From an optimization exercise on the open Yosys and OpenROAD flow, aimed at small area, a short achievable clock period and few clock cycles per item; shortcuts taken in it are not production practice. Only simulation tests tie the RTL to the original design; equivalence was not proved. Power is estimated from default activity; no workload was simulated.

File: flow/design.v
module bch_dec (
    input  wire        clk,
    input  wire        rst,
    input  wire        in_valid,
    output wire        in_ready,
    input  wire [63:0] in_data,
    output reg         out_valid,
    output wire        out_fail,       
    output wire [1:0]  out_nerr,       
    output wire [10:0] out_pos0,       
    output wire [10:0] out_pos1,
    output wire [10:0] out_pos2
);
    function [10:0] gf_mul(input [10:0] a, input [10:0] b);
        integer i;
        begin
            gf_mul = 11'd0;
            for (i = 10; i >= 0; i = i - 1) begin
                gf_mul = {gf_mul[9:0], 1'b0} ^ (gf_mul[10] ? 11'h005 : 11'h000);
                if (b[i]) gf_mul = gf_mul ^ a;
            end
        end
    endfunction
    function tr(input [10:0] x);    
        tr = x[0] ^ x[9];
    endfunction
    function [10:0] f_sq1(input [10:0] x);
        begin
            f_sq1[0] = x[0] ^ x[10];
            f_sq1[1] = x[6];
            f_sq1[2] = x[1] ^ x[10];
            f_sq1[3] = x[6] ^ x[7];
            f_sq1[4] = x[2];
            f_sq1[5] = x[7] ^ x[8];
            f_sq1[6] = x[3];
            f_sq1[7] = x[8] ^ x[9];
            f_sq1[8] = x[4];
            f_sq1[9] = x[9] ^ x[10];
            f_sq1[10] = x[5];
        end
    endfunction
    function [10:0] f_sq2(input [10:0] x);
        begin
            f_sq2[0] = x[0] ^ x[5] ^ x[10];
            f_sq2[1] = x[3];
            f_sq2[2] = x[5] ^ x[6];
            f_sq2[3] = x[3] ^ x[8] ^ x[9];
            f_sq2[4] = x[1] ^ x[10];
            f_sq2[5] = x[4] ^ x[8] ^ x[9];
            f_sq2[6] = x[6] ^ x[7];
            f_sq2[7] = x[4] ^ x[9] ^ x[10];
            f_sq2[8] = x[2];
            f_sq2[9] = x[5] ^ x[9] ^ x[10];
            f_sq2[10] = x[7] ^ x[8];
        end
    endfunction
    function [10:0] f_sq3(input [10:0] x);
        begin
            f_sq3[0] = x[0] ^ x[5] ^ x[7] ^ x[8] ^ x[10];
            f_sq3[1] = x[6] ^ x[7];
            f_sq3[2] = x[3] ^ x[7] ^ x[8];
            f_sq3[3] = x[4] ^ x[6] ^ x[7] ^ x[9] ^ x[10];
            f_sq3[4] = x[5] ^ x[6];
            f_sq3[5] = x[2] ^ x[4] ^ x[9] ^ x[10];
            f_sq3[6] = x[3] ^ x[8] ^ x[9];
            f_sq3[7] = x[2] ^ x[5] ^ x[9] ^ x[10];
            f_sq3[8] = x[1] ^ x[10];
            f_sq3[9] = x[5] ^ x[7] ^ x[8] ^ x[9] ^ x[10];
            f_sq3[10] = x[4] ^ x[8] ^ x[9];
        end
    endfunction
    function [10:0] f_sq5(input [10:0] x);
        begin
            f_sq5[0] = x[0] ^ x[2] ^ x[5] ^ x[7];
            f_sq5[1] = x[4] ^ x[6] ^ x[7] ^ x[9] ^ x[10];
            f_sq5[2] = x[2] ^ x[3] ^ x[4] ^ x[8] ^ x[10];
            f_sq5[3] = x[1] ^ x[4] ^ x[5] ^ x[6] ^ x[8] ^ x[10];
            f_sq5[4] = x[4] ^ x[6] ^ x[7] ^ x[8] ^ x[9];
            f_sq5[5] = x[1] ^ x[6] ^ x[7] ^ x[8] ^ x[9];
            f_sq5[6] = x[2] ^ x[3] ^ x[5] ^ x[8] ^ x[10];
            f_sq5[7] = x[4] ^ x[6] ^ x[7] ^ x[10];
            f_sq5[8] = x[3] ^ x[7] ^ x[8];
            f_sq5[9] = x[2] ^ x[5] ^ x[7] ^ x[9];
            f_sq5[10] = x[1] ^ x[2] ^ x[5] ^ x[9];
        end
    endfunction
    function [10:0] f_sq6(input [10:0] x);
        begin
            f_sq6[0] = x[0] ^ x[1] ^ x[7] ^ x[9];
            f_sq6[1] = x[2] ^ x[3] ^ x[5] ^ x[8] ^ x[10];
            f_sq6[2] = x[1] ^ x[2] ^ x[4] ^ x[5] ^ x[6] ^ x[7] ^ x[10];
            f_sq6[3] = x[2] ^ x[3] ^ x[4] ^ x[5] ^ x[6] ^ x[7] ^ x[8];
            f_sq6[4] = x[2] ^ x[3] ^ x[4] ^ x[8] ^ x[10];
            f_sq6[5] = x[3] ^ x[4] ^ x[6] ^ x[8] ^ x[10];
            f_sq6[6] = x[1] ^ x[4] ^ x[5] ^ x[6] ^ x[8] ^ x[10];
            f_sq6[7] = x[2] ^ x[3] ^ x[5] ^ x[8] ^ x[9];
            f_sq6[8] = x[4] ^ x[6] ^ x[7] ^ x[8] ^ x[9];
            f_sq6[9] = x[1] ^ x[7];
            f_sq6[10] = x[1] ^ x[6] ^ x[7] ^ x[8] ^ x[9];
        end
    endfunction
    function [10:0] f_sq9(input [10:0] x);
        begin
            f_sq9[0] = x[0] ^ x[2] ^ x[5] ^ x[6] ^ x[7] ^ x[10];
            f_sq9[1] = x[1] ^ x[2] ^ x[3] ^ x[4] ^ x[6] ^ x[9] ^ x[10];
            f_sq9[2] = x[8];
            f_sq9[3] = x[1];
            f_sq9[4] = x[1] ^ x[3] ^ x[5];
            f_sq9[5] = x[1] ^ x[3] ^ x[5] ^ x[7] ^ x[9];
            f_sq9[6] = x[1] ^ x[2] ^ x[3] ^ x[5] ^ x[7] ^ x[9];
            f_sq9[7] = x[1] ^ x[2] ^ x[3] ^ x[5] ^ x[6] ^ x[7] ^ x[9];
            f_sq9[8] = x[1] ^ x[2] ^ x[3] ^ x[5] ^ x[6] ^ x[7] ^ x[9] ^ x[10];
            f_sq9[9] = x[2] ^ x[5] ^ x[6] ^ x[7] ^ x[9] ^ x[10];
            f_sq9[10] = x[1] ^ x[2] ^ x[3] ^ x[6] ^ x[9] ^ x[10];
        end
    endfunction
    function [10:0] f_sqrt(input [10:0] x);
        begin
            f_sqrt[0] = x[0] ^ x[1] ^ x[3] ^ x[5] ^ x[7] ^ x[9];
            f_sqrt[1] = x[1] ^ x[2] ^ x[3] ^ x[5] ^ x[7] ^ x[9];
            f_sqrt[2] = x[4];
            f_sqrt[3] = x[6];
            f_sqrt[4] = x[8];
            f_sqrt[5] = x[10];
            f_sqrt[6] = x[1];
            f_sqrt[7] = x[1] ^ x[3];
            f_sqrt[8] = x[1] ^ x[3] ^ x[5];
            f_sqrt[9] = x[1] ^ x[3] ^ x[5] ^ x[7];
            f_sqrt[10] = x[1] ^ x[3] ^ x[5] ^ x[7] ^ x[9];
        end
    endfunction
    function [10:0] f_ht(input [10:0] x);
        begin
            f_ht[0] = x[5] ^ x[7] ^ x[9] ^ x[10];
            f_ht[1] = x[2] ^ x[3] ^ x[4] ^ x[5] ^ x[6] ^ x[8] ^ x[10];
            f_ht[2] = x[3] ^ x[4] ^ x[5] ^ x[6] ^ x[8] ^ x[9] ^ x[10];
            f_ht[3] = x[1] ^ x[2] ^ x[3] ^ x[4] ^ x[5] ^ x[8] ^ x[10];
            f_ht[4] = x[3] ^ x[5] ^ x[6] ^ x[8] ^ x[9] ^ x[10];
            f_ht[5] = x[9] ^ x[10];
            f_ht[6] = x[1] ^ x[2] ^ x[3] ^ x[4] ^ x[5] ^ x[6] ^ x[8] ^ x[10];
            f_ht[7] = x[3] ^ x[6];
            f_ht[8] = x[3] ^ x[5] ^ x[6] ^ x[9] ^ x[10];
            f_ht[9] = x[5] ^ x[7] ^ x[9] ^ x[10];
            f_ht[10] = x[9];
        end
    endfunction
    function [10:0] f_htsq(input [10:0] x);
        begin
            f_htsq[0] = x[5] ^ x[7] ^ x[10];
            f_htsq[1] = x[1] ^ x[2] ^ x[3] ^ x[4] ^ x[5] ^ x[6] ^ x[8] ^ x[10];
            f_htsq[2] = x[2] ^ x[3] ^ x[4] ^ x[5] ^ x[6] ^ x[8] ^ x[9] ^ x[10];
            f_htsq[3] = x[1] ^ x[2] ^ x[4] ^ x[5] ^ x[8] ^ x[10];
            f_htsq[4] = x[3] ^ x[4] ^ x[5] ^ x[6] ^ x[8] ^ x[9] ^ x[10];
            f_htsq[5] = x[5] ^ x[9] ^ x[10];
            f_htsq[6] = x[1] ^ x[2] ^ x[3] ^ x[4] ^ x[5] ^ x[8] ^ x[10];
            f_htsq[7] = x[3] ^ x[6] ^ x[7];
            f_htsq[8] = x[3] ^ x[5] ^ x[6] ^ x[8] ^ x[9] ^ x[10];
            f_htsq[9] = x[5] ^ x[7] ^ x[10];
            f_htsq[10] = x[9] ^ x[10];
        end
    endfunction
    function [4:0] f_t23(input [10:0] x);
        reg [22:0] m;
        begin
            m[0] = (x == 11'd1);
            m[1] = (x == 11'd167);
            m[2] = (x == 11'd174);
            m[3] = (x == 11'd281);
            m[4] = (x == 11'd319);
            m[5] = (x == 11'd322);
            m[6] = (x == 11'd378);
            m[7] = (x == 11'd418);
            m[8] = (x == 11'd481);
            m[9] = (x == 11'd552);
            m[10] = (x == 11'd637);
            m[11] = (x == 11'd1085);
            m[12] = (x == 11'd1148);
            m[13] = (x == 11'd1155);
            m[14] = (x == 11'd1164);
            m[15] = (x == 11'd1518);
            m[16] = (x == 11'd1525);
            m[17] = (x == 11'd1728);
            m[18] = (x == 11'd1747);
            m[19] = (x == 11'd1876);
            m[20] = (x == 11'd1887);
            m[21] = (x == 11'd1942);
            m[22] = (x == 11'd2011);
            f_t23[0] = m[2] | m[4] | m[6] | m[7] | m[8] | m[10] | m[11] | m[14] | m[15] | m[16] | m[22];
            f_t23[1] = m[5] | m[10] | m[12] | m[13] | m[14] | m[15] | m[16] | m[18] | m[19] | m[21] | m[22];
            f_t23[2] = m[2] | m[3] | m[4] | m[5] | m[7] | m[9] | m[10] | m[18] | m[20] | m[21] | m[22];
            f_t23[3] = m[3] | m[4] | m[5] | m[10] | m[11] | m[12] | m[15] | m[17];
            f_t23[4] = m[1] | m[6] | m[7] | m[14] | m[18] | m[19] | m[20];
        end
    endfunction
    function [11:0] f_t89(input [10:1] x);
        reg [88:0] m;
        begin
            m[0] = (x == 10'd0);
            m[1] = (x == 10'd16);
            m[2] = (x == 10'd17);
            m[3] = (x == 10'd56);
            m[4] = (x == 10'd59);
            m[5] = (x == 10'd78);
            m[6] = (x == 10'd81);
            m[7] = (x == 10'd89);
            m[8] = (x == 10'd96);
            m[9] = (x == 10'd103);
            m[10] = (x == 10'd110);
            m[11] = (x == 10'd116);
            m[12] = (x == 10'd125);
            m[13] = (x == 10'd144);
            m[14] = (x == 10'd166);
            m[15] = (x == 10'd185);
            m[16] = (x == 10'd188);
            m[17] = (x == 10'd195);
            m[18] = (x == 10'd199);
            m[19] = (x == 10'd207);
            m[20] = (x == 10'd212);
            m[21] = (x == 10'd233);
            m[22] = (x == 10'd238);
            m[23] = (x == 10'd243);
            m[24] = (x == 10'd252);
            m[25] = (x == 10'd258);
            m[26] = (x == 10'd266);
            m[27] = (x == 10'd304);
            m[28] = (x == 10'd307);
            m[29] = (x == 10'd321);
            m[30] = (x == 10'd328);
            m[31] = (x == 10'd342);
            m[32] = (x == 10'd368);
            m[33] = (x == 10'd388);
            m[34] = (x == 10'd411);
            m[35] = (x == 10'd412);
            m[36] = (x == 10'd441);
            m[37] = (x == 10'd456);
            m[38] = (x == 10'd468);
            m[39] = (x == 10'd504);
            m[40] = (x == 10'd506);
            m[41] = (x == 10'd512);
            m[42] = (x == 10'd514);
            m[43] = (x == 10'd534);
            m[44] = (x == 10'd535);
            m[45] = (x == 10'd561);
            m[46] = (x == 10'd568);
            m[47] = (x == 10'd587);
            m[48] = (x == 10'd592);
            m[49] = (x == 10'd596);
            m[50] = (x == 10'd612);
            m[51] = (x == 10'd618);
            m[52] = (x == 10'd623);
            m[53] = (x == 10'd645);
            m[54] = (x == 10'd654);
            m[55] = (x == 10'd655);
            m[56] = (x == 10'd662);
            m[57] = (x == 10'd666);
            m[58] = (x == 10'd691);
            m[59] = (x == 10'd727);
            m[60] = (x == 10'd731);
            m[61] = (x == 10'd737);
            m[62] = (x == 10'd755);
            m[63] = (x == 10'd756);
            m[64] = (x == 10'd757);
            m[65] = (x == 10'd773);
            m[66] = (x == 10'd790);
            m[67] = (x == 10'd804);
            m[68] = (x == 10'd808);
            m[69] = (x == 10'd810);
            m[70] = (x == 10'd822);
            m[71] = (x == 10'd837);
            m[72] = (x == 10'd841);
            m[73] = (x == 10'd847);
            m[74] = (x == 10'd849);
            m[75] = (x == 10'd861);
            m[76] = (x == 10'd865);
            m[77] = (x == 10'd867);
            m[78] = (x == 10'd876);
            m[79] = (x == 10'd890);
            m[80] = (x == 10'd892);
            m[81] = (x == 10'd897);
            m[82] = (x == 10'd903);
            m[83] = (x == 10'd905);
            m[84] = (x == 10'd919);
            m[85] = (x == 10'd922);
            m[86] = (x == 10'd944);
            m[87] = (x == 10'd972);
            m[88] = (x == 10'd986);
            f_t89[0] = m[1] | m[3] | m[5] | m[7] | m[8] | m[9] | m[10] | m[11] | m[13] | m[14] | m[18] | m[21] | m[22] | m[25] | m[26] | m[28] | m[29] | m[30] | m[31] | m[32] | m[33] | m[34] | m[38] | m[41] | m[43] | m[46] | m[49] | m[52] | m[56] | m[57] | m[62] | m[64] | m[68] | m[69] | m[71] | m[73] | m[74] | m[77] | m[80] | m[81] | m[82] | m[84] | m[86] | m[87];
            f_t89[1] = m[2] | m[4] | m[5] | m[8] | m[9] | m[12] | m[13] | m[15] | m[16] | m[17] | m[19] | m[22] | m[24] | m[26] | m[27] | m[28] | m[29] | m[32] | m[33] | m[34] | m[36] | m[37] | m[43] | m[44] | m[45] | m[48] | m[52] | m[53] | m[57] | m[64] | m[67] | m[68] | m[70] | m[71] | m[72] | m[76] | m[77] | m[79] | m[81] | m[84] | m[85] | m[86] | m[87] | m[88];
            f_t89[2] = m[1] | m[2] | m[4] | m[6] | m[7] | m[8] | m[11] | m[13] | m[14] | m[16] | m[18] | m[20] | m[21] | m[26] | m[27] | m[28] | m[29] | m[31] | m[34] | m[36] | m[37] | m[42] | m[43] | m[44] | m[46] | m[48] | m[54] | m[55] | m[58] | m[59] | m[60] | m[61] | m[65] | m[66] | m[69] | m[73] | m[74] | m[76] | m[77] | m[81] | m[85] | m[86] | m[87] | m[88];
            f_t89[3] = m[2] | m[3] | m[5] | m[6] | m[8] | m[9] | m[11] | m[12] | m[17] | m[18] | m[19] | m[21] | m[22] | m[24] | m[25] | m[26] | m[29] | m[30] | m[32] | m[37] | m[38] | m[39] | m[40] | m[42] | m[43] | m[44] | m[45] | m[46] | m[48] | m[50] | m[51] | m[52] | m[54] | m[55] | m[62] | m[66] | m[74] | m[75] | m[78] | m[85] | m[87];
            f_t89[4] = m[1] | m[2] | m[4] | m[5] | m[7] | m[16] | m[17] | m[21] | m[22] | m[23] | m[26] | m[28] | m[30] | m[34] | m[36] | m[37] | m[38] | m[39] | m[40] | m[41] | m[42] | m[43] | m[45] | m[51] | m[53] | m[56] | m[58] | m[61] | m[63] | m[64] | m[65] | m[66] | m[67] | m[71] | m[72] | m[73] | m[74] | m[80] | m[81] | m[83] | m[84];
            f_t89[5] = m[3] | m[7] | m[16] | m[17] | m[18] | m[20] | m[22] | m[24] | m[28] | m[30] | m[33] | m[37] | m[42] | m[43] | m[47] | m[49] | m[51] | m[52] | m[55] | m[65] | m[67] | m[69] | m[71] | m[74] | m[75] | m[76] | m[79] | m[80] | m[83] | m[85] | m[86] | m[87];
            f_t89[6] = m[1] | m[6] | m[19] | m[25] | m[27] | m[29] | m[31] | m[32] | m[35] | m[36] | m[39] | m[41] | m[44] | m[46] | m[50] | m[53] | m[60] | m[61] | m[63] | m[68] | m[70] | m[77] | m[81] | m[82] | m[84];
            f_t89[7] = m[2] | m[3] | m[6] | m[7] | m[10] | m[11] | m[13] | m[15] | m[16] | m[17] | m[20] | m[21] | m[22] | m[24] | m[26] | m[27] | m[32] | m[33] | m[35] | m[38] | m[39] | m[40] | m[41] | m[42] | m[46] | m[48] | m[52] | m[53] | m[54] | m[58] | m[64] | m[65] | m[69] | m[70] | m[72] | m[77] | m[78] | m[81] | m[82] | m[83] | m[84] | m[87] | m[88];
            f_t89[8] = m[1] | m[5] | m[8] | m[10] | m[11] | m[14] | m[15] | m[17] | m[19] | m[20] | m[22] | m[23] | m[25] | m[27] | m[33] | m[36] | m[37] | m[38] | m[40] | m[41] | m[42] | m[43] | m[45] | m[48] | m[50] | m[53] | m[54] | m[56] | m[57] | m[59] | m[61] | m[66] | m[67] | m[69] | m[71] | m[74] | m[75] | m[76] | m[77] | m[80] | m[83] | m[84] | m[86] | m[87];
            f_t89[9] = m[2] | m[5] | m[6] | m[7] | m[9] | m[10] | m[12] | m[13] | m[14] | m[15] | m[16] | m[19] | m[21] | m[25] | m[26] | m[27] | m[28] | m[29] | m[30] | m[32] | m[38] | m[40] | m[44] | m[45] | m[46] | m[47] | m[49] | m[50] | m[51] | m[57] | m[59] | m[62] | m[63] | m[65] | m[66] | m[67] | m[71] | m[77] | m[78] | m[79] | m[80] | m[83] | m[87] | m[88];
            f_t89[10] = m[1] | m[2] | m[4] | m[5] | m[6] | m[7] | m[10] | m[11] | m[12] | m[13] | m[18] | m[20] | m[22] | m[23] | m[24] | m[25] | m[27] | m[29] | m[37] | m[39] | m[40] | m[49] | m[51] | m[53] | m[59] | m[60] | m[64] | m[67] | m[82] | m[86] | m[87];
            f_t89[11] = m[3] | m[8] | m[17] | m[21] | m[28] | m[32] | m[33] | m[35] | m[41] | m[44] | m[45] | m[47] | m[50] | m[54] | m[55] | m[57] | m[61] | m[62] | m[65] | m[68] | m[72] | m[73] | m[74] | m[76] | m[80] | m[81] | m[88];
        end
    endfunction
    reg  [4:0]  widx;                  
    reg         in_rdy;
    reg  [63:0] in_r;                  
    reg         take_r, last_r;
    reg  [10:0] acc1, acc3, acc5;
    reg         b_busy;
    reg  [4:0]  b_cnt;                 
    wire [16:0] b_st = 17'd1 << b_cnt;
    assign in_ready = in_rdy;
    wire take = in_valid && in_rdy;
    wire [96:0] syn_in = {acc5, acc3, acc1, in_r};
    wire [32:0] syn_out;
    wire syn_x97 = syn_in[55] ^ syn_in[56];
    wire syn_x98 = syn_in[52] ^ syn_in[60];
    wire syn_x99 = syn_in[47] ^ syn_in[51];
    wire syn_x100 = syn_in[28] ^ syn_in[39];
    wire syn_x101 = syn_in[27] ^ syn_in[38];
    wire syn_x102 = syn_in[13] ^ syn_in[61];
    wire syn_x103 = syn_in[43] ^ syn_in[45];
    wire syn_x104 = syn_in[57] ^ syn_in[58];
    wire syn_x105 = syn_in[26] ^ syn_in[44];
    wire syn_x106 = syn_in[23] ^ syn_in[59];
    wire syn_x107 = syn_in[29] ^ syn_in[40];
    wire syn_x108 = syn_in[15] ^ syn_in[33];
    wire syn_x109 = syn_in[46] ^ syn_in[50];
    wire syn_x110 = syn_in[37] ^ syn_in[53];
    wire syn_x111 = syn_in[31] ^ syn_in[54];
    wire syn_x112 = syn_in[16] ^ syn_in[34];
    wire syn_x113 = syn_in[30] ^ syn_in[41];
    wire syn_x114 = syn_in[36] ^ syn_in[42];
    wire syn_x115 = syn_in[25] ^ syn_in[48];
    wire syn_x116 = syn_in[17] ^ syn_in[35];
    wire syn_x117 = syn_in[95] ^ syn_in[96];
    wire syn_x118 = syn_in[22] ^ syn_x97;
    wire syn_x119 = syn_in[14] ^ syn_in[62];
    wire syn_x120 = syn_in[20] ^ syn_in[24];
    wire syn_x121 = syn_in[63] ^ syn_x101;
    wire syn_x122 = syn_x98 ^ syn_x100;
    wire syn_x123 = syn_in[93] ^ syn_in[94];
    wire syn_x124 = syn_x99 ^ syn_x106;
    wire syn_x125 = syn_in[65] ^ syn_in[74];
    wire syn_x126 = syn_in[91] ^ syn_x117;
    wire syn_x127 = syn_in[32] ^ syn_x115;
    wire syn_x128 = syn_x102 ^ syn_x104;
    wire syn_x129 = syn_in[49] ^ syn_x103;
    wire syn_x130 = syn_in[19] ^ syn_in[63];
    wire syn_x131 = syn_in[59] ^ syn_x108;
    wire syn_x132 = syn_in[12] ^ syn_in[56];
    wire syn_x133 = syn_in[87] ^ syn_in[92];
    wire syn_x134 = syn_in[21] ^ syn_in[34];
    wire syn_x135 = syn_in[69] ^ syn_in[73];
    wire syn_x136 = syn_in[11] ^ syn_in[33];
    wire syn_x137 = syn_in[76] ^ syn_x109;
    wire syn_x138 = syn_in[68] ^ syn_in[72];
    wire syn_x139 = syn_in[66] ^ syn_in[70];
    wire syn_x140 = syn_in[18] ^ syn_in[62];
    wire syn_x141 = syn_in[27] ^ syn_x112;
    wire syn_x142 = syn_in[52] ^ syn_x105;
    wire syn_x143 = syn_in[10] ^ syn_x111;
    wire syn_x144 = syn_in[12] ^ syn_in[90];
    wire syn_x145 = syn_in[25] ^ syn_x99;
    wire syn_x146 = syn_in[89] ^ syn_x123;
    wire syn_x147 = syn_in[79] ^ syn_in[82];
    wire syn_x148 = syn_x107 ^ syn_x126;
    wire syn_x149 = syn_in[6] ^ syn_x119;
    wire syn_x150 = syn_in[80] ^ syn_in[83];
    wire syn_x151 = syn_in[61] ^ syn_x110;
    wire syn_x152 = syn_in[67] ^ syn_in[71];
    wire syn_x153 = syn_in[48] ^ syn_x113;
    wire syn_x154 = syn_in[4] ^ syn_in[60];
    wire syn_x155 = syn_in[51] ^ syn_x131;
    wire syn_x156 = syn_in[35] ^ syn_x147;
    wire syn_x157 = syn_in[21] ^ syn_in[31];
    wire syn_x158 = syn_in[38] ^ syn_x136;
    wire syn_x159 = syn_in[45] ^ syn_in[81];
    wire syn_x160 = syn_in[86] ^ syn_x133;
    wire syn_x161 = syn_in[5] ^ syn_x106;
    wire syn_x162 = syn_in[75] ^ syn_in[84];
    wire syn_x163 = syn_in[88] ^ syn_x105;
    wire syn_x164 = syn_in[3] ^ syn_x104;
    wire syn_x165 = syn_in[10] ^ syn_in[32];
    wire syn_x166 = syn_in[8] ^ syn_x97;
    wire syn_x167 = syn_in[7] ^ syn_x140;
    wire syn_x168 = syn_x132 ^ syn_x134;
    wire syn_x169 = syn_x125 ^ syn_x135;
    wire syn_x170 = syn_in[77] ^ syn_x150;
    wire syn_x171 = syn_in[8] ^ syn_x118;
    wire syn_x172 = syn_in[11] ^ syn_x121;
    wire syn_x173 = syn_in[49] ^ syn_x152;
    wire syn_x174 = syn_in[23] ^ syn_in[36];
    wire syn_x175 = syn_in[31] ^ syn_in[35];
    wire syn_x176 = syn_in[18] ^ syn_x122;
    wire syn_x177 = syn_in[15] ^ syn_x103;
    wire syn_x178 = syn_in[57] ^ syn_x120;
    wire syn_x179 = syn_in[44] ^ syn_in[47];
    wire syn_x180 = syn_in[7] ^ syn_in[26];
    wire syn_x181 = syn_in[24] ^ syn_x145;
    wire syn_x182 = syn_in[85] ^ syn_x129;
    wire syn_x183 = syn_in[36] ^ syn_x98;
    wire syn_x184 = syn_in[39] ^ syn_x139;
    wire syn_x185 = syn_in[50] ^ syn_x138;
    wire syn_x186 = syn_x109 ^ syn_x128;
    wire syn_x187 = syn_x116 ^ syn_x172;
    wire syn_x188 = syn_in[78] ^ syn_x137;
    wire syn_x189 = syn_x143 ^ syn_x180;
    wire syn_x190 = syn_in[37] ^ syn_x127;
    wire syn_x191 = syn_x114 ^ syn_x124;
    wire syn_x192 = syn_in[20] ^ syn_x113;
    wire syn_x193 = syn_in[9] ^ syn_in[40];
    wire syn_x194 = syn_in[58] ^ syn_x118;
    wire syn_x195 = syn_in[41] ^ syn_in[54];
    wire syn_x196 = syn_x111 ^ syn_x114;
    wire syn_x197 = syn_in[42] ^ syn_x157;
    wire syn_x198 = syn_in[47] ^ syn_x164;
    wire syn_x199 = syn_x108 ^ syn_x181;
    wire syn_x200 = syn_in[79] ^ syn_x132;
    wire syn_x201 = syn_x158 ^ syn_x194;
    wire syn_x202 = syn_in[73] ^ syn_x130;
    wire syn_x203 = syn_in[19] ^ syn_in[60];
    wire syn_x204 = syn_in[82] ^ syn_x107;
    wire syn_x205 = syn_in[7] ^ syn_x133;
    wire syn_x206 = syn_in[53] ^ syn_x141;
    wire syn_x207 = syn_in[25] ^ syn_x107;
    wire syn_x208 = syn_in[2] ^ syn_x178;
    wire syn_x209 = syn_x110 ^ syn_x182;
    wire syn_x210 = syn_in[55] ^ syn_x187;
    wire syn_x211 = syn_x101 ^ syn_x165;
    wire syn_x212 = syn_in[43] ^ syn_x207;
    wire syn_x213 = syn_x120 ^ syn_x177;
    wire syn_x214 = syn_in[59] ^ syn_x186;
    wire syn_x215 = syn_in[28] ^ syn_x102;
    wire syn_x216 = syn_in[51] ^ syn_x161;
    wire syn_x217 = syn_in[52] ^ syn_in[84];
    wire syn_x218 = syn_in[49] ^ syn_x131;
    wire syn_x219 = syn_in[50] ^ syn_in[91];
    wire syn_x220 = syn_x117 ^ syn_x163;
    wire syn_x221 = syn_x153 ^ syn_x197;
    wire syn_x222 = syn_x173 ^ syn_x175;
    wire syn_x223 = syn_x146 ^ syn_x220;
    wire syn_x224 = syn_in[32] ^ syn_in[94];
    wire syn_x225 = syn_in[55] ^ syn_x195;
    wire syn_x226 = syn_in[9] ^ syn_in[30];
    wire syn_x227 = syn_x193 ^ syn_x196;
    wire syn_x228 = syn_in[44] ^ syn_x156;
    wire syn_x229 = syn_in[86] ^ syn_x148;
    wire syn_x230 = syn_in[22] ^ syn_x162;
    wire syn_x231 = syn_x206 ^ syn_x214;
    wire syn_x232 = syn_in[70] ^ syn_x112;
    wire syn_x233 = syn_in[11] ^ syn_in[29];
    wire syn_x234 = syn_in[71] ^ syn_x116;
    wire syn_x235 = syn_in[0] ^ syn_x201;
    wire syn_x236 = syn_x136 ^ syn_x166;
    wire syn_x237 = syn_x123 ^ syn_x160;
    wire syn_x238 = syn_x151 ^ syn_x234;
    wire syn_x239 = syn_in[42] ^ syn_in[64];
    wire syn_x240 = syn_x102 ^ syn_x190;
    wire syn_x241 = syn_in[13] ^ syn_x104;
    wire syn_x242 = syn_x168 ^ syn_x184;
    wire syn_x243 = syn_in[49] ^ syn_x159;
    wire syn_x244 = syn_x149 ^ syn_x226;
    wire syn_x245 = syn_in[43] ^ syn_in[46];
    wire syn_x246 = syn_in[77] ^ syn_x105;
    wire syn_x247 = syn_x115 ^ syn_x204;
    wire syn_x248 = syn_in[45] ^ syn_x122;
    wire syn_x249 = syn_in[16] ^ syn_x215;
    wire syn_x250 = syn_in[88] ^ syn_x141;
    wire syn_x251 = syn_in[53] ^ syn_x121;
    wire syn_x252 = syn_in[30] ^ syn_x223;
    wire syn_x253 = syn_in[1] ^ syn_x103;
    wire syn_x254 = syn_x176 ^ syn_x200;
    wire syn_x255 = syn_x125 ^ syn_x242;
    wire syn_x256 = syn_in[14] ^ syn_x171;
    wire syn_x257 = syn_in[14] ^ syn_x185;
    wire syn_x258 = syn_in[17] ^ syn_x233;
    wire syn_x259 = syn_x119 ^ syn_x191;
    wire syn_x260 = syn_x112 ^ syn_x144;
    wire syn_x261 = syn_in[19] ^ syn_x110;
    wire syn_x262 = syn_x183 ^ syn_x232;
    wire syn_x263 = syn_x192 ^ syn_x218;
    wire syn_x264 = syn_x155 ^ syn_x241;
    assign syn_out[0] = syn_in[20] ^ syn_in[66] ^ syn_x107 ^ syn_x169 ^ syn_x179 ^ syn_x235 ^ syn_x239;
    assign syn_out[1] = syn_in[57] ^ syn_in[67] ^ syn_x106 ^ syn_x153 ^ syn_x253 ^ syn_x255;
    assign syn_out[2] = syn_in[13] ^ syn_in[29] ^ syn_in[46] ^ syn_in[47] ^ syn_in[60] ^ syn_in[64] ^ syn_in[68] ^ syn_x97 ^ syn_x158 ^ syn_x169 ^ syn_x208 ^ syn_x222;
    assign syn_out[3] = syn_in[30] ^ syn_in[36] ^ syn_in[61] ^ syn_in[69] ^ syn_x127 ^ syn_x198 ^ syn_x255 ^ syn_x257;
    assign syn_out[4] = syn_in[4] ^ syn_in[22] ^ syn_in[26] ^ syn_in[37] ^ syn_in[40] ^ syn_in[48] ^ syn_in[62] ^ syn_x135 ^ syn_x139 ^ syn_x222 ^ syn_x264;
    assign syn_out[5] = syn_in[32] ^ syn_in[41] ^ syn_in[58] ^ syn_in[74] ^ syn_x121 ^ syn_x161 ^ syn_x173 ^ syn_x257 ^ syn_x262;
    assign syn_out[6] = syn_in[6] ^ syn_in[24] ^ syn_in[60] ^ syn_x100 ^ syn_x135 ^ syn_x155 ^ syn_x185 ^ syn_x238 ^ syn_x239;
    assign syn_out[7] = syn_in[38] ^ syn_in[51] ^ syn_in[54] ^ syn_in[61] ^ syn_in[72] ^ syn_x167 ^ syn_x169 ^ syn_x212 ^ syn_x262;
    assign syn_out[8] = syn_in[8] ^ syn_in[55] ^ syn_in[62] ^ syn_in[74] ^ syn_x113 ^ syn_x142 ^ syn_x184 ^ syn_x202 ^ syn_x238;
    assign syn_out[9] = syn_in[20] ^ syn_in[45] ^ syn_in[56] ^ syn_in[64] ^ syn_in[72] ^ syn_in[74] ^ syn_x140 ^ syn_x152 ^ syn_x227 ^ syn_x251;
    assign syn_out[10] = syn_in[21] ^ syn_in[37] ^ syn_in[57] ^ syn_in[64] ^ syn_in[65] ^ syn_x100 ^ syn_x138 ^ syn_x165 ^ syn_x202 ^ syn_x225 ^ syn_x245;
    assign syn_out[11] = syn_in[48] ^ syn_in[54] ^ syn_in[83] ^ syn_in[85] ^ syn_x100 ^ syn_x109 ^ syn_x142 ^ syn_x156 ^ syn_x159 ^ syn_x235 ^ syn_x259;
    assign syn_out[12] = syn_in[4] ^ syn_in[15] ^ syn_in[52] ^ syn_x100 ^ syn_x130 ^ syn_x150 ^ syn_x189 ^ syn_x230 ^ syn_x231 ^ syn_x247;
    assign syn_out[13] = syn_in[39] ^ syn_in[53] ^ syn_in[76] ^ syn_x127 ^ syn_x129 ^ syn_x130 ^ syn_x191 ^ syn_x192 ^ syn_x217 ^ syn_x228 ^ syn_x236;
    assign syn_out[14] = syn_in[1] ^ syn_in[12] ^ syn_in[19] ^ syn_in[37] ^ syn_in[50] ^ syn_in[75] ^ syn_x154 ^ syn_x170 ^ syn_x174 ^ syn_x181 ^ syn_x182 ^ syn_x189 ^ syn_x194 ^ syn_x249;
    assign syn_out[15] = syn_in[5] ^ syn_in[16] ^ syn_in[81] ^ syn_x124 ^ syn_x188 ^ syn_x203 ^ syn_x210 ^ syn_x212 ^ syn_x230;
    assign syn_out[16] = syn_in[33] ^ syn_in[48] ^ syn_in[75] ^ syn_x98 ^ syn_x137 ^ syn_x147 ^ syn_x168 ^ syn_x178 ^ syn_x209 ^ syn_x227 ^ syn_x246;
    assign syn_out[17] = syn_x101 ^ syn_x119 ^ syn_x142 ^ syn_x166 ^ syn_x170 ^ syn_x188 ^ syn_x208 ^ syn_x216 ^ syn_x240 ^ syn_x258;
    assign syn_out[18] = syn_in[6] ^ syn_in[17] ^ syn_in[61] ^ syn_in[78] ^ syn_in[81] ^ syn_x99 ^ syn_x120 ^ syn_x153 ^ syn_x162 ^ syn_x174 ^ syn_x246 ^ syn_x254;
    assign syn_out[19] = syn_in[22] ^ syn_in[80] ^ syn_x128 ^ syn_x134 ^ syn_x145 ^ syn_x188 ^ syn_x209 ^ syn_x211 ^ syn_x225 ^ syn_x228;
    assign syn_out[20] = syn_in[21] ^ syn_in[26] ^ syn_x164 ^ syn_x170 ^ syn_x199 ^ syn_x243 ^ syn_x244 ^ syn_x251 ^ syn_x254;
    assign syn_out[21] = syn_in[24] ^ syn_in[27] ^ syn_in[57] ^ syn_in[78] ^ syn_in[80] ^ syn_x102 ^ syn_x167 ^ syn_x197 ^ syn_x217 ^ syn_x243 ^ syn_x247 ^ syn_x261;
    assign syn_out[22] = syn_in[0] ^ syn_in[90] ^ syn_x148 ^ syn_x154 ^ syn_x221 ^ syn_x224 ^ syn_x231 ^ syn_x236;
    assign syn_out[23] = syn_in[56] ^ syn_in[92] ^ syn_x98 ^ syn_x116 ^ syn_x124 ^ syn_x128 ^ syn_x213 ^ syn_x229 ^ syn_x244 ^ syn_x261;
    assign syn_out[24] = syn_in[21] ^ syn_in[28] ^ syn_in[95] ^ syn_x118 ^ syn_x129 ^ syn_x144 ^ syn_x154 ^ syn_x167 ^ syn_x187 ^ syn_x195 ^ syn_x219 ^ syn_x237 ^ syn_x264;
    assign syn_out[25] = syn_in[5] ^ syn_x99 ^ syn_x148 ^ syn_x149 ^ syn_x163 ^ syn_x183 ^ syn_x211 ^ syn_x237 ^ syn_x245 ^ syn_x249 ^ syn_x263;
    assign syn_out[26] = syn_in[3] ^ syn_in[39] ^ syn_in[43] ^ syn_x116 ^ syn_x134 ^ syn_x196 ^ syn_x199 ^ syn_x205 ^ syn_x252 ^ syn_x256;
    assign syn_out[27] = syn_in[22] ^ syn_in[24] ^ syn_in[46] ^ syn_x101 ^ syn_x143 ^ syn_x151 ^ syn_x203 ^ syn_x252 ^ syn_x253 ^ syn_x259 ^ syn_x260;
    assign syn_out[28] = syn_in[89] ^ syn_x97 ^ syn_x144 ^ syn_x189 ^ syn_x198 ^ syn_x224 ^ syn_x229 ^ syn_x248 ^ syn_x263;
    assign syn_out[29] = syn_in[29] ^ syn_in[44] ^ syn_x114 ^ syn_x126 ^ syn_x130 ^ syn_x160 ^ syn_x176 ^ syn_x186 ^ syn_x216 ^ syn_x256 ^ syn_x260;
    assign syn_out[30] = syn_in[63] ^ syn_in[93] ^ syn_in[96] ^ syn_x108 ^ syn_x149 ^ syn_x151 ^ syn_x179 ^ syn_x205 ^ syn_x219 ^ syn_x221 ^ syn_x248 ^ syn_x250 ^ syn_x258;
    assign syn_out[31] = syn_in[4] ^ syn_in[18] ^ syn_in[57] ^ syn_in[92] ^ syn_x142 ^ syn_x146 ^ syn_x171 ^ syn_x174 ^ syn_x175 ^ syn_x177 ^ syn_x190 ^ syn_x193 ^ syn_x250;
    assign syn_out[32] = syn_in[2] ^ syn_in[23] ^ syn_in[46] ^ syn_in[62] ^ syn_in[90] ^ syn_in[95] ^ syn_x111 ^ syn_x122 ^ syn_x146 ^ syn_x179 ^ syn_x210 ^ syn_x213 ^ syn_x240;
    wire       b_load = take_r && last_r;
    wire       b_pass;                 
    wire [4:0] widx_n = take ? ((widx == 5'd19) ? 5'd0 : widx + 5'd1) : widx;
    wire       b_busy_n = b_load || (b_busy && !b_pass);
    always @(posedge clk) begin
        in_r   <= in_data & {{16{1'b1}}, {48{widx != 5'd19}}};
        last_r <= (widx == 5'd19);
        if (rst) begin
            take_r <= 1'b0;
            widx   <= 5'd0;
            in_rdy <= 1'b1;
            acc1   <= 11'd0;
            acc3   <= 11'd0;
            acc5   <= 11'd0;
        end else begin
            widx   <= widx_n;
            take_r <= take;
            in_rdy <= (widx_n != 5'd19) || !b_busy_n;
            if (take_r) begin
                acc1 <= last_r ? 11'd0 : syn_out[10:0];
                acc3 <= last_r ? 11'd0 : syn_out[21:11];
                acc5 <= last_r ? 11'd0 : syn_out[32:22];
            end
        end
    end
    reg [10:0] b_s1, b_s3, b_s5, b_r1, b_d, b_x, b_a, b_p;
    reg        b_allz, b_case2, b_dz, b_trk;
    wire       c_busy;
    wire [4:0] d_cnt;
    assign     b_pass = b_busy && b_st[16] && !c_busy && (d_cnt >= 5'd6);
    wire [4:0]  b_cn = b_load ? 5'd0 : b_st[16] ? b_cnt : b_cnt + 5'd1;
    wire [16:0] b_nx = 17'd1 << b_cn;
    wire b_c2 = b_case2, b_c3 = !b_case2;
    reg [6:0] b_sa;                    
    reg [8:0] b_sb;                    
    always @(posedge clk) begin
        b_sa <= {b_nx[10] | b_nx[15],                                      
                 b_nx[8],                                                  
                 b_nx[6],                                                  
                 b_nx[2] | b_nx[4] | (b_nx[11] & b_c2),                    
                 b_nx[13] & b_c3,                                          
                 b_nx[1] | b_nx[7] | (b_nx[11] & b_c3) | b_nx[12] | b_nx[14],  
                 b_nx[0] | b_nx[3] | (b_nx[13] & b_c2)};                   
        b_sb <= {b_nx[14],                                                 
                 b_nx[13] & b_c3,                                          
                 b_nx[12],                                                 
                 b_nx[2] | b_nx[10],                                       
                 b_nx[8] | b_nx[11],                                       
                 b_nx[7],                                                  
                 b_nx[6] | (b_nx[13] & b_c2),                              
                 b_nx[3] | b_nx[4] | b_nx[15],                             
                 b_nx[0] | b_nx[1]};                                       
    end
    wire [10:0] b_ma =
        ({11{b_sa[0]}} & b_s1) |
        ({11{b_sa[1]}} & b_p) |
        ({11{b_sa[2]}} & b_s3) |
        ({11{b_sa[3]}} & b_d) |
        ({11{b_sa[4]}} & f_sq1(b_x)) |
        ({11{b_sa[5]}} & b_x) |
        ({11{b_sa[6]}} & b_a);
    wire [10:0] b_mb =
        ({11{b_sb[0]}} & f_sq1(b_s1)) |
        ({11{b_sb[1]}} & b_s5) |
        ({11{b_sb[2]}} & b_x) |
        ({11{b_sb[3]}} & f_sq2(b_p)) |
        ({11{b_sb[4]}} & f_sq1(b_p)) |
        ({11{b_sb[5]}} & b_s3) |
        ({11{b_sb[6]}} & f_sq2(b_d)) |
        ({11{b_sb[7]}} & f_sq1(b_a)) |
        ({11{b_sb[8]}} & f_sq2(b_s5));
    wire [10:0] b_m = gf_mul(b_ma, b_mb);
    always @(posedge clk) begin
        if (rst) begin
            b_busy <= 1'b0;
        end else if (b_load) begin
            b_busy <= 1'b1;
        end else if (b_pass) begin
            b_busy <= 1'b0;
        end
        if (rst) begin
            b_cnt <= 5'd16;
        end else begin
            b_cnt <= b_cn;
        end
        if (b_load) begin
            b_s1 <= syn_out[10:0];
            b_s3 <= syn_out[21:11];
            b_s5 <= syn_out[32:22];
        end
        if (!b_st[16]) b_p <= b_m;
        if (b_st[0])  b_allz <= (b_s1 == 11'd0) && (b_s3 == 11'd0) && (b_s5 == 11'd0);
        if (b_st[1])  begin b_r1 <= b_p; b_d <= b_p ^ b_s3; end
        if (b_st[2])  b_s5 <= b_p ^ b_s5;
        if (b_st[3])  begin b_s3 <= b_p; b_dz <= (b_d == 11'd0); end
        if (b_st[4])  b_case2 <= (b_p == b_s3);
        if (b_st[5])  b_x <= b_case2 ? b_r1 : b_p;
        if (b_st[9])  begin b_s3 <= f_sq5(b_p); b_a <= b_p; end
        if (b_st[11]) b_a <= b_p;
        if (b_st[12]) begin b_s3 <= b_p; b_trk <= tr(b_p); if (b_c2) b_x <= f_ht(b_p); end
        if (b_st[13] & b_c3) b_r1 <= b_p;
        if (b_st[14]) b_r1 <= b_dz ? b_s1 : b_c2 ? b_p : b_r1;
        if (b_st[15]) b_x <= b_p;
    end
    reg        c_bsy;
    reg [3:0]  c_cnt;                  
    wire [12:0] c_st = 13'd1 << c_cnt;
    reg [10:0] c_s1, c_c, c_ic, c_sp, c_za, c_zb;
    reg [1:0]  c_n;
    reg        c_fail, c_ok;
    wire       d_busy;
    assign     c_busy = c_bsy;
    wire       c_pass = c_bsy && c_st[12] && !d_busy;
    wire       c_k3 = (c_n == 2'd3);
    wire       b_k3 = !b_allz && !b_dz && !b_case2;
    wire [3:0]  c_cn = b_pass ? 4'd0 : c_st[12] ? c_cnt : c_cnt + 4'd1;
    wire [12:0] c_nx = 13'd1 << c_cn;
    reg c_up, c_dn;                    
    reg [2:0] c_sa;
    reg [3:0] c_sb;
    always @(posedge clk) begin
        c_up <= c_nx[0] | c_nx[1] | c_nx[4];
        c_dn <= c_nx[2] | c_nx[3] | c_nx[5] | c_nx[6];
        c_sa <= {c_nx[10] | c_nx[11], c_nx[7],
                 c_nx[0] | c_nx[1] | c_nx[2] | c_nx[3] | c_nx[4] | c_nx[5] | c_nx[6] | c_nx[9]};
        c_sb <= {c_nx[10], c_nx[9], c_nx[7],
                 c_nx[0] | c_nx[1] | c_nx[2] | c_nx[3] | c_nx[4] | c_nx[5] | c_nx[6] | c_nx[11]};
    end
    wire [10:0] c_ma =
        ({11{c_sa[0]}} & c_za) |
        ({11{c_sa[1]}} & c_ic) |
        ({11{c_sa[2]}} & c_sp);
    wire [10:0] c_mb =
        ({11{c_sb[0]}} & c_zb) |
        ({11{c_sb[1]}} & (f_sq1(c_za) ^ 11'd1)) |
        ({11{c_sb[2]}} & c_c) |
        ({11{c_sb[3]}} & c_za);
    wire [10:0] c_m = gf_mul(c_ma, c_mb);
    always @(posedge clk) begin
        if (rst) begin
            c_bsy <= 1'b0;
        end else if (b_pass) begin
            c_bsy <= 1'b1;
        end else if (c_pass) begin
            c_bsy <= 1'b0;
        end
        if (rst) begin
            c_cnt <= 4'd12;
        end else begin
            c_cnt <= c_cn;
        end
        if (b_pass) begin
            c_s1   <= b_s1;
            c_n    <= b_allz ? 2'd0 : b_dz ? 2'd1 : b_case2 ? 2'd2 : 2'd3;
            c_fail <= !b_allz && (b_dz ? !(b_s5 == 11'd0 && b_s1 != 11'd0) :
                                  b_case2 ? b_trk : (b_s5 == 11'd0 || !tr(b_x)));
            c_c  <= b_r1;
            c_ic <= b_k3 ? b_x : b_r1 ^ b_s1;
            c_za <= b_r1;
            c_zb <= f_sq1(b_r1);
            c_sp <= b_p;
        end
        if (c_up) begin c_za <= c_m ^ c_c; c_zb <= f_sq1(c_zb); end
        if (c_dn) begin c_za <= f_sq1(c_za); c_zb <= c_m ^ c_c; end
        if (c_st[7]) begin c_zb <= c_m; c_ok <= (c_zb == f_sq2(c_za)); end
        if (c_st[8] & c_k3)  c_c  <= f_htsq(c_zb);
        if (c_st[9])  c_zb <= c_m;
        if (c_st[10] & c_k3) c_c  <= c_m ^ c_s1;
        if (c_st[11] & c_k3) begin c_ic <= c_m ^ c_s1; c_s1 <= c_m ^ c_c; end
    end
    reg        d_bsy;
    reg [4:0]  d_cn_r;                 
    assign     d_cnt = d_cn_r;
    wire [16:0] d_st = 17'd1 << d_cnt;
    reg [10:0] d_xr, d_x64, d_e5, d_e69, d_t69;
    wire [10:0] d_e534 = d_e5;         
    reg [1:0]  d_n;
    reg        d_fail;
    reg [4:0]  d_a, d_b15, d_k;
    reg [6:0]  d_b;
    reg [11:0] d_kk;
    reg [10:0] d_q0, d_q1, d_q2;
    assign     d_busy = d_bsy;
    wire [4:0]  d_cn = c_pass ? 5'd0 : (d_cnt == 5'd17) ? d_cnt : d_cnt + 5'd1;
    wire [16:0] d_nx = 17'd1 << d_cn;
    reg d_p0, d_p1, d_p2;              
    always @(posedge clk) begin
        d_p0 <= d_nx[0] | d_nx[3] | d_nx[6];
        d_p1 <= d_nx[1] | d_nx[4] | d_nx[7];
        d_p2 <= d_nx[2] | d_nx[5] | d_nx[8];
    end
    wire [10:0] d_x  = d_xr;
    wire [10:0] d_ma = ({11{d_p0}} & d_x) | ({11{d_p1 | d_p2}} & d_e5);
    wire [10:0] d_mb = ({11{d_p0}} & f_sq2(d_x)) | ({11{d_p1}} & d_x64) |
                       ({11{d_p2}} & f_sq9(d_e69));
    wire [10:0] d_m = gf_mul(d_ma, d_mb);
    wire d_tab = d_st[3] | d_st[6] | d_st[9];
    wire d_key_st = d_st[6] | d_st[9] | d_st[12];
    wire [5:0]  d_kd  = {1'b0, d_a} - {1'b0, d_b15};
    wire [4:0]  d_kn  = d_kd[5] ? d_kd[4:0] + 5'd23 : d_kd[4:0];
    wire [11:0] d_pos = d_kk - {5'd0, d_b};
    wire        d_ok  = !d_pos[11] && (d_pos[10:0] <= 11'd1231);
    wire        d_use = d_st[6] ? (d_n != 2'd0) : d_st[9] ? d_n[1] : (d_n == 2'd3);
    wire [10:0] d_key = (d_use && d_ok) ? d_pos[10:0] : 11'h7ff;
    wire        d_sw01 = d_q1 < d_q0;
    wire        d_sw12 = d_q2 < d_q1;
    always @(posedge clk) begin
        if (rst) begin
            d_bsy     <= 1'b0;
            out_valid <= 1'b0;
        end else begin
            if (c_pass) d_bsy <= 1'b1;
            else if (d_st[16]) d_bsy <= 1'b0;
            out_valid <= d_bsy && d_st[16];
        end
        if (rst) begin
            d_cn_r <= 5'd17;
        end else begin
            d_cn_r <= d_cn;
        end
        if (c_pass) begin
            d_n    <= c_n;
            d_fail <= c_fail || (c_k3 && !c_ok);
        end else if (d_key_st && d_use && !d_ok) begin
            d_fail <= 1'b1;
        end
        if (d_p0) begin d_e5 <= d_m; d_x64 <= f_sq6(d_x); end
        if (c_pass)        d_xr <= c_c;
        else if (d_st[2])  d_xr <= c_ic;
        else if (d_st[5])  d_xr <= c_s1;
        if (d_p1) d_e69 <= d_m;
        if (d_p2) begin d_e5 <= d_m; d_t69 <= d_e69; end
        if (d_tab) {d_b15, d_b} <= f_t89(d_t69[10:1]);    
        d_a  <= f_t23(d_e534);
        d_k  <= d_kn;
        d_kk <= 12'd1279 - {7'd0, d_k} * 12'd89;
        if (d_key_st) begin d_q2 <= d_key; d_q1 <= d_q2; d_q0 <= d_q1; end
        if ((d_st[13] | d_st[15]) && d_sw01) begin d_q0 <= d_q1; d_q1 <= d_q0; end
        if (d_st[14] && d_sw12) begin d_q1 <= d_q2; d_q2 <= d_q1; end
        if (d_st[16]) begin
            if (d_fail || d_n == 2'd0) d_q0 <= 11'd0;
            if (d_fail || !d_n[1])     d_q1 <= 11'd0;
            if (d_fail || d_n != 2'd3) d_q2 <= 11'd0;
            if (d_fail)                d_n  <= 2'd0;
        end
    end
    assign out_fail = d_fail;
    assign out_nerr = d_n;
    assign out_pos0 = d_q0;
    assign out_pos1 = d_q1;
    assign out_pos2 = d_q2;
endmodule
File: flow/constraint.sdc
create_clock -name core_clock -period 10.0 [get_ports {clk}]
set_input_delay 2.0000 -clock core_clock [delete_from_list [all_inputs] [get_ports {clk}]]
set_output_delay 2.0000 -clock core_clock [all_outputs]
set_load 0.01 [all_outputs]
File: flow/config.mk
export PLATFORM = sky130hd
export DESIGN_NAME = bch_dec
export DESIGN_NICKNAME = bch_dec
export VERILOG_FILES = /design/flow/design.v
export SDC_FILE = /design/flow/constraint.sdc
export NUM_CORES = 4
export LEC_CHECK = 0
export CAP_MARGIN = 20
export CORE_MARGIN = 2
export CORE_UTILIZATION = 60
export CTS_BUF_LIST = sky130_fd_sc_hd__clkbuf_8
export SLEW_MARGIN = 20
File: flow/run.sh
#!/bin/bash
# synth_recipe.tcl (not shown) runs the flow's synth.tcl, then flattens the netlist and writes it again
# the make line also repeats each setting of config.mk as NAME=value (left out here)
make -C /OpenROAD-flow-scripts/flow DESIGN_CONFIG=/design/flow/config.mk WORK_HOME=/design/flow/orfs CLKGATE_MAP_FILE= SYNTH_SCRIPT=/design/flow/synth_recipe.tcl finish
==> notes.md, run 1 <==
- Status: finished clean
- Fraction of layout cells with a size suffix above 1: 5.67%
- Nets@finish: 4027
- Post-CTS setup buffers: 0
- Initial core utilization: 60.4%
- Cells after synthesis: 3898
- WL final: 117000 um
- Seq/Total Area, Yosys: 32.2%
- Drt first-iter violations: 4279
- Root buffer cell: clkbuf_8
- Top-count cell post-synth: xnor2_1
- Clock transition at path regs: 0.06 ns
- Relative slew slack: 19.6%
- Measured slew at the worst slew-check pin: 1.19 ns
- Die area: 0.0583 mm^2
- Final min period: 4.05 ns
- R2r startpoint: b_cnt[0]
- CTS resizes: 0
- Row count: 87
- Port Buffers: 104
- Critical Path End: c_zb[2]
- Setup tns final: 0 ns
- Dpl cell area: 0.0352 mm^2
- Via count: 30.2k
- Fin area: 0.0367 mm^2
- WP data arrival: 4.37 ns
- Final hold slack: 0.462 ns
- Synth cell types: 80
- DRT Pass-1 Iters: 10
- Slew Limit Fails: 0
- RSZ-0062 raised after global routing: false
- Initial antenna violation count: 5
- Pre-CTS WS: 6.12 ns
- CTS tree: done
- GRT Overall Usage: 39.6%
- Largest Register: in_r
- Synth Flop Type: edfxtp_1
- Async S/R FF share, synth: 0%
- Worst-Skew Late Latency: 0.68 ns
- Largest net degree at the start of global routing: 52
- Required @ worst endpoint: 10.32 ns
- Multi-input logic area: 0.0215 mm^2
- Vias per Instance: 6.45
- Non-filler cells, final: 4691
- Total grt overflow: 0
- Mean routed wirelength per cell: 25.0 um
- Setup violations, final: 0
- Syn Std Cell Area: 0.0338 mm^2
- ANT nets after route: 0
- EDFF count, synth: 218
- Critical path type: reg2reg
- Static Leak: 12.6 nW
- Post-synth top area share: 21.0%
- Worst vdd ir: 0.349 mV
- FF-to-FF End: c_zb[2]
- Avg Inst Size Synth: 8.68 um^2
- Placed cell count: 4551
- Largest area contributor in the netlist: xnor2_1
- Core area: 0.0561 mm^2
- Reg2Reg Depth: 7
- Regs by FF count: in_r (64), d_kk (12)
- Endpoints failing hold: 0
- Max-capacitance violation count: 0
- Number of primary I/O pins: 105
- Worst Setup Start Kind: register
- Yosys reg bits: 435
- Worst setup EP type: register
- Register Area: 0.0109 mm^2
- CP startpoint: b_cnt[0]
- CTS hold repair buffers: 0
- Clock sink count: 435
- Max FFs per register: 64
- Skew final: 0.0411 ns
- Min-delay worst type: reg2reg
- Synth warnings: 1
- Critical path peak fanout: 20
- Max clock buf depth: 3
- FILL cells: 4618
- GPL Wtd Cong: 1.05
- Die H: 241 um
- Total CTS buffers: 76
- Final Cycle Share: 40.5%
- Vias in the first global route: 29.3k
- Synth top area cells: xnor2_1 21%, edfxtp_1 19%, dfxtp_1 13%, xor2_1 6.5%, nor2_1 4.7%
- Area growth from synthesis to layout: 8.51%
- Fmax: 247 MHz
- Flop2flop setup slack: 5.95 ns
- DRC: 0
- Top cells by count, synth: 812 x xnor2_1, 427 x nor2_1, 352 x nand2_1
- Die W: 241 um
- Post-Syn Nets: 4051
- HPWL Detailed: 87400 um
- H-tree depth: 3
- Total chip power: 7.17 mW
- Final Util: 65.5%
- First-pass GRT wire length: 175000 um
- Fin worst setup slack: 5.95 ns
- Power per cell area: 195 mW/mm^2
## area by class of cell
type,count,area share (%)
multi-input combinational,3087,58.6
inverter,122,1.25
tap,756,2.58
antenna,2,0.0136
sequential,435,29.7
timing repair buffer,152,3.80
clock inverter,51,0.913
clock buffer,86,3.22
## cells by family after synthesis
kind of cell / share of synthesized area (%)
AOI/OAI and AO/OA: 12.9
xor gates and xnor gates: 28.8
adders and majority gates: 3.36
buffers and inverters: 4.38
DFF: 32.2
muxes: 2.11
and+or+nand+nor: 16.2
## power breakdown
group,total [mW],internal (mW),leakage (nW),switching [mW]
sequential,2.28,2.12,3.77,0.165
clock,1.68,0.895,0.868,0.789
combinational,3.20,1.45,7.92,1.75
## layer usage
layer | vias to the layer above | track usage (%) | wire length, um
met5 | - | 0 | 22
met4 | 4 | 16.9 | 5560
met3 | 449 | 9.85 | 14900
met2 | 2187 | 60.2 | 50700
met1 | 14334 | 53.5 | 46000
li1 | 13271 | - | -
## critical path: stages, from the launching register on
cell      delay, ns
dfxtp_1        0.36
inv_1          0.11
ha_1           0.20
nor4bb_2       0.83
nand4b_1       0.47
inv_1          0.65
or3_1          0.60
or2_2          0.45
## worst min-delay path by stage
stage              from  endpoint  slack (ns)  cells after the start
4_1_cts        d_e69[8]  d_t69[8]        0.47                      0
3_3_place_gp   d_e69[8]  d_t69[8]        0.46                      0
3_5_place_dp   d_e69[8]  d_t69[8]        0.46                      0
5_1_grt        d_e69[8]  d_t69[8]        0.48                      0
6_report         d_k[0]   d_kk[1]        0.46                      1
2_1_floorplan    d_k[0]   d_kk[1]        0.43                      1
## placed cells by master, fill, tap and decap left out, types with 22 or more instances in the layout
master,count
xnor2_1,812
nor2_1,426
nand2_1,351
xor2_1,251
edfxtp_1,218
dfxtp_1,217
a21oi_1,155
inv_1,143
a22oi_1,109
clkdlybuf4s50_1,103
o21ai_0,100
clkbuf_8,86
nor2b_1,78
ha_1,78
nand3_1,70
nor3_1,62
buf_4,47
mux2i_1,42
a222oi_1,36
nand4_1,31
nor4_1,31
mux2_2,26
a221oi_1,26
o22ai_1,24
o211ai_1,24
nand2b_1,24
and2_1,23
and3_1,22
Testbench counts, summed over its fixed seeds: cycles 9,992, rows 480.
==> run 2, diff against run 1 <==
--- a/flow/design.v
+++ b/flow/design.v
@@ -618,7 +618,7 @@
     reg        c_bsy;
     reg [3:0]  c_cnt;                  
     wire [12:0] c_st = 13'd1 << c_cnt;
-    reg [10:0] c_s1, c_c, c_ic, c_sp, c_za, c_zb;
+    reg [10:0] c_s1, c_c, c_ic, c_sp, c_za, c_zb, c_p;
     reg [1:0]  c_n;
     reg        c_fail, c_ok;
     wire       d_busy;
@@ -628,26 +628,28 @@
     wire       b_k3 = !b_allz && !b_dz && !b_case2;
     wire [3:0]  c_cn = b_pass ? 4'd0 : c_st[12] ? c_cnt : c_cnt + 4'd1;
     wire [12:0] c_nx = 13'd1 << c_cn;
-    reg c_up, c_dn;                    
-    reg [2:0] c_sa;
-    reg [3:0] c_sb;
+    reg c_rs, c_rp;
+    reg [3:0] c_sa;
+    reg [2:0] c_sb;
     always @(posedge clk) begin
-        c_up <= c_nx[0] | c_nx[1] | c_nx[4];
-        c_dn <= c_nx[2] | c_nx[3] | c_nx[5] | c_nx[6];
-        c_sa <= {c_nx[10] | c_nx[11], c_nx[7],
-                 c_nx[0] | c_nx[1] | c_nx[2] | c_nx[3] | c_nx[4] | c_nx[5] | c_nx[6] | c_nx[9]};
-        c_sb <= {c_nx[10], c_nx[9], c_nx[7],
-                 c_nx[0] | c_nx[1] | c_nx[2] | c_nx[3] | c_nx[4] | c_nx[5] | c_nx[6] | c_nx[11]};
+        c_rs <= c_nx[0] | c_nx[1] | c_nx[3] | c_nx[6];
+        c_rp <= c_nx[2] | c_nx[4] | c_nx[5];
+        c_sa <= {c_nx[9], c_nx[8] | c_nx[10], c_nx[7],
+                 c_nx[0] | c_nx[1] | c_nx[2] | c_nx[3] | c_nx[4] | c_nx[5] | c_nx[6]};
+        c_sb <= {c_nx[10], c_nx[7],
+                 c_nx[0] | c_nx[1] | c_nx[2] | c_nx[3] | c_nx[4] | c_nx[5] | c_nx[6] |
+                 c_nx[8] | c_nx[9]};
     end
+    wire [10:0] c_pc = c_p ^ c_c;
     wire [10:0] c_ma =
-        ({11{c_sa[0]}} & c_za) |
+        ({11{c_sa[0]}} & c_pc) |
         ({11{c_sa[1]}} & c_ic) |
-        ({11{c_sa[2]}} & c_sp);
+        ({11{c_sa[2]}} & c_sp) |
+        ({11{c_sa[3]}} & c_c);
     wire [10:0] c_mb =
-        ({11{c_sb[0]}} & c_zb) |
+        ({11{c_sb[0]}} & c_za) |
         ({11{c_sb[1]}} & (f_sq1(c_za) ^ 11'd1)) |
-        ({11{c_sb[2]}} & c_c) |
-        ({11{c_sb[3]}} & c_za);
+        ({11{c_sb[2]}} & c_p);
     wire [10:0] c_m = gf_mul(c_ma, c_mb);
     always @(posedge clk) begin
         if (rst) begin
@@ -662,6 +664,7 @@
         end else begin
             c_cnt <= c_cn;
         end
+        c_p <= b_pass ? 11'd0 : c_m;
         if (b_pass) begin
             c_s1   <= b_s1;
             c_n    <= b_allz ? 2'd0 : b_dz ? 2'd1 : b_case2 ? 2'd2 : 2'd3;
@@ -669,23 +672,22 @@
                                   b_case2 ? b_trk : (b_s5 == 11'd0 || !tr(b_x)));
             c_c  <= b_r1;
             c_ic <= b_k3 ? b_x : b_r1 ^ b_s1;
-            c_za <= b_r1;
-            c_zb <= f_sq1(b_r1);
+            c_za <= f_sq1(b_r1);
             c_sp <= b_p;
         end
-        if (c_up) begin c_za <= c_m ^ c_c; c_zb <= f_sq1(c_zb); end
-        if (c_dn) begin c_za <= f_sq1(c_za); c_zb <= c_m ^ c_c; end
-        if (c_st[7]) begin c_zb <= c_m; c_ok <= (c_zb == f_sq2(c_za)); end
-        if (c_st[8] & c_k3)  c_c  <= f_htsq(c_zb);
-        if (c_st[9])  c_zb <= c_m;
-        if (c_st[10] & c_k3) c_c  <= c_m ^ c_s1;
-        if (c_st[11] & c_k3) begin c_ic <= c_m ^ c_s1; c_s1 <= c_m ^ c_c; end
+        if (c_rs) c_za <= f_sq1(c_za);
+        if (c_rp) c_za <= f_sq1(c_pc);
+        if (c_st[7]) c_ok <= (c_pc == f_sq2(c_za));
+        if (c_st[8] & c_k3) c_c <= f_htsq(c_p);
+        if (c_st[9])  c_zb <= c_p;
+        if (c_st[10] & c_k3) c_c <= c_zb ^ c_s1;
+        if (c_st[11] & c_k3) begin c_ic <= c_p ^ c_s1; c_s1 <= c_zb ^ c_p ^ c_s1; end
     end
     reg        d_bsy;
     reg [4:0]  d_cn_r;                 
     assign     d_cnt = d_cn_r;
     wire [16:0] d_st = 17'd1 << d_cnt;
-    reg [10:0] d_xr, d_x64, d_e5, d_e69, d_t69;
+    reg [10:0] d_xr, d_x64, d_e5, d_e69;
     wire [10:0] d_e534 = d_e5;         
     reg [1:0]  d_n;
     reg        d_fail;
@@ -742,8 +744,8 @@
         else if (d_st[2])  d_xr <= c_ic;
         else if (d_st[5])  d_xr <= c_s1;
         if (d_p1) d_e69 <= d_m;
-        if (d_p2) begin d_e5 <= d_m; d_t69 <= d_e69; end
-        if (d_tab) {d_b15, d_b} <= f_t89(d_t69[10:1]);    
+        if (d_p2) d_e5 <= d_m;
+        if (d_tab) {d_b15, d_b} <= f_t89(d_e69[10:1]);
         d_a  <= f_t23(d_e534);
         d_k  <= d_kn;
         d_kk <= 12'd1279 - {7'd0, d_k} * 12'd89;
--- a/flow/config.mk
+++ b/flow/config.mk
@@ -8,5 +8,4 @@
 export CAP_MARGIN = 20
 export CORE_MARGIN = 2
 export CORE_UTILIZATION = 60
-export CTS_BUF_LIST = sky130_fd_sc_hd__clkbuf_8
 export SLEW_MARGIN = 20
==> run 2 against run 1 <==
  * Still clean on timing, DRC and antenna
  * Worst setup slack got worse by 0.22 ns
  * Design area about the same
  * Sequential power grew 4%
  * Sequential share of layout area decreased by 0.21 points
  * Flip-flop and latch count increased by 1
  * Clock skew down 0.018 ns
  * Global-route usage increased by 1.7 points
  * Core utilization is 0.88 points higher
  * Clock power rose by 9.5%
  * Largest cell class unchanged
  * Largest power group unchanged
==> notes.md, run 2 <==
- HPWL Detailed: 90500 um (was 87400 um)
- Skew final: 0.0229 ns (was 0.0411 ns)
- Largest net degree at the start of global routing: 53 (was 52)
- Synth cell types: 76 (was 80)
- WL final: 122000 um (was 117000 um)
- DRT Pass-1 Iters: 10 (unchanged)
- Nets@finish: 4065 (was 4027)
- Async S/R FF share, synth: 0% (unchanged)
- Hold path start: widx[1] (was d_k[0])
- Area growth from synthesis to layout: 8.80% (was 8.51%)
- Syn Std Cell Area: 0.0337 mm^2 (was 0.0338 mm^2)
- ANT nets after route: 0 (unchanged)
- Family with the most delay on the worst path: XOR/XNOR gates (was simple AND/OR/NAND/NOR gates)
- CP startpoint: d_e69[9] (was b_cnt[0])
- Max clock buf depth: 3 (unchanged)
- Largest area contributor in the netlist: xnor2_1 (unchanged)
- Dpl cell area: 0.0351 mm^2 (was 0.0352 mm^2)
- WP data arrival: 4.59 ns (was 4.37 ns)
- Synth top area cells: xnor2_1 22%, edfxtp_1 19%, dfxtp_1 14%, xor2_1 7.2%, nor2_1 4.8% (was xnor2_1 21%, edfxtp_1 19%, dfxtp_1 13%, xor2_1 6.5%, nor2_1 4.7%)
- Largest Register: in_r (unchanged)
- Port Buffers: 104 (unchanged)
- Number of primary I/O pins: 105 (unchanged)
- Total CTS buffers: 47 (was 76)
- Final min period: 4.26 ns (was 4.05 ns)
- Initial core utilization: 61.0% (was 60.4%)
- Final Util: 66.4% (was 65.5%)
- Critical path type: reg2reg (unchanged)
- Fmax: 235 MHz (was 247 MHz)
- Final Cycle Share: 42.6% (was 40.5%)
- Vias per Instance: 6.49 (was 6.45)
- DRC: 0 (unchanged)
- CTS tree: done (unchanged)
- RSZ-0062 raised after global routing: false (unchanged)
- Post-CTS setup buffers: 0 (unchanged)
- First-pass GRT wire length: 181000 um (was 175000 um)
- CTS hold repair buffers: 0 (unchanged)
- Power per cell area: 215 mW/mm^2 (was 195 mW/mm^2)
- Top cells by count, synth: 831 x xnor2_1, 431 x nor2_1, 390 x nand2_1 (was 812 x xnor2_1, 427 x nor2_1, 352 x nand2_1)
- Max-capacitance violation count: 0 (unchanged)
- Worst vdd ir: 0.295 mV (was 0.349 mV)
- Relative slew slack: 22.2% (was 19.6%)
- Yosys reg bits: 436 (was 435)
- Top-count cell post-synth: xnor2_1 (unchanged)
- Worst Setup Start Kind: register (unchanged)
- Die H: 241 um (about the same)
- Synth Flop Type: dfxtp_1 (was edfxtp_1)
- Worst setup EP type: register (unchanged)
- Vias in the first global route: 29.5k (was 29.3k)
- FILL cells: 4432 (was 4618)
- Fraction of layout cells with a size suffix above 1: 4.56% (was 5.67%)
- Reg2Reg Depth: 10 (was 7)
- Post-Syn Nets: 4123 (was 4051)
- Clock transition at path regs: 0.07 ns (was 0.06 ns)
- Slew Limit Fails: 0 (unchanged)
- CP most frequent cell: xnor2_1 (was inv_1)
- Status: finished clean (unchanged)
- R2r startpoint: d_e69[9] (was b_cnt[0])
- Total grt overflow: 0 (unchanged)
- Most common cell after layout, fill and taps aside: xnor2_1 (unchanged)
- GPL Wtd Cong: 1.09 (was 1.05)
- Multi-input logic area: 0.0216 mm^2 (was 0.0215 mm^2)
- Measured slew at the worst slew-check pin: 1.16 ns (was 1.19 ns)
- Crit path largest cell delay: 0.92 ns (was 0.83 ns)
- Mean routed wirelength per cell: 25.9 um (was 25.0 um)
- Initial antenna violation count: 0 (was 5)
- Required @ worst endpoint: 10.33 ns (was 10.32 ns)
- Row count: 86 (was 87)
- Die area: 0.0581 mm^2 (was 0.0583 mm^2)
- EDFF count, synth: 208 (was 218)
- Avg Inst Size Synth: 8.51 um^2 (was 8.68 um^2)
- Regs by FF count: in_r (64), d_kk (12) (unchanged)
## run 2: changes by cell type in the layout (fill, tap and decap cells not counted), moves of 39 or more
cell	previous run	this run
nand2_1	351	390
inv_1	143	98
a22oi_1	109	59
clkbuf_8	86	0
clkbuf_16	0	47
o21ai_0	100	140
## run 2: worst paths after layout
check | end | slack, ns
max | d_e69[4] | 5.74
min | widx[1] | 0.49
max reg2reg | d_e69[4] | 5.74
min reg2reg | widx[1] | 0.49
## run 2: power by group
group	switching (mW)	internal [mW]	leakage (nW)	total, mW
combinational	2.04	1.64	8.05	3.68
sequential	0.224	2.15	3.80	2.37
clock	0.791	1.05	0.755	1.84
total	3.06	4.84	12.6	7.90
## run 2: per-layer routing
metal	vias to the layer above	global-route usage, %	wire length [um]
li1	13253	-	-
met4	0	23.5	8380
met3	521	10.7	15100
met1	14471	51.7	44600
met2	2202	64.6	53600
met5	-	0	0
## run 2: worst reg2reg max path: stages, from the launching register on
cell,delay (ns)
edfxtp_1,0.92
inv_1,0.53
xnor2_1,0.51
xnor2_1,0.11
o221ai_1,0.79
nand2_1,0.15
xor2_1,0.22
xnor2_1,0.28
xnor2_2,0.15
xnor2_1,0.24
xnor2_1,0.11
## run 2: area by class of cell
cell class / count / area share [%]
Antenna cell: 1 / 0.00682
Clock buffer: 52 / 3.26
Clock inverter: 34 / 1.09
Inverter: 100 / 1.02
Multi-Input combinational cell: 3168 / 58.8
Sequential cell: 436 / 29.4
Tap cell: 748 / 2.55
Timing Repair Buffer: 155 / 3.86
## run 2: cell families after synthesis
group / synth area share (%)
compound gates: 11.8
flops: 32.0
fa+ha+maj: 3.52
buf+inv: 4.18
xor+xnor: 29.4
mux: 1.41
simple gates: 17.6
## run 2: through the flow
stage                     hold slack, ns  cells  worst slack (ns)
after floorplan                    0.403   3966              6.90
after global routing               0.520   4693              5.48
final                              0.495   4694              5.74
after CTS                          0.494   4692              5.83
after detailed placement           0.486   4606              5.86
after global placement             0.471   4606              5.80
Testbench counts of run 2, summed over its fixed seeds: cycles 9,992, rows 480.

Re-timed with assumed drivers on the ports (clkbuf_16 on the clock, buf_2 on other inputs), run 2 has 5.738 ns of setup slack against 5.738 ns with ideal ports, and 5.738 ns once port delays also move by the mid clock arrival of 0.646 ns.
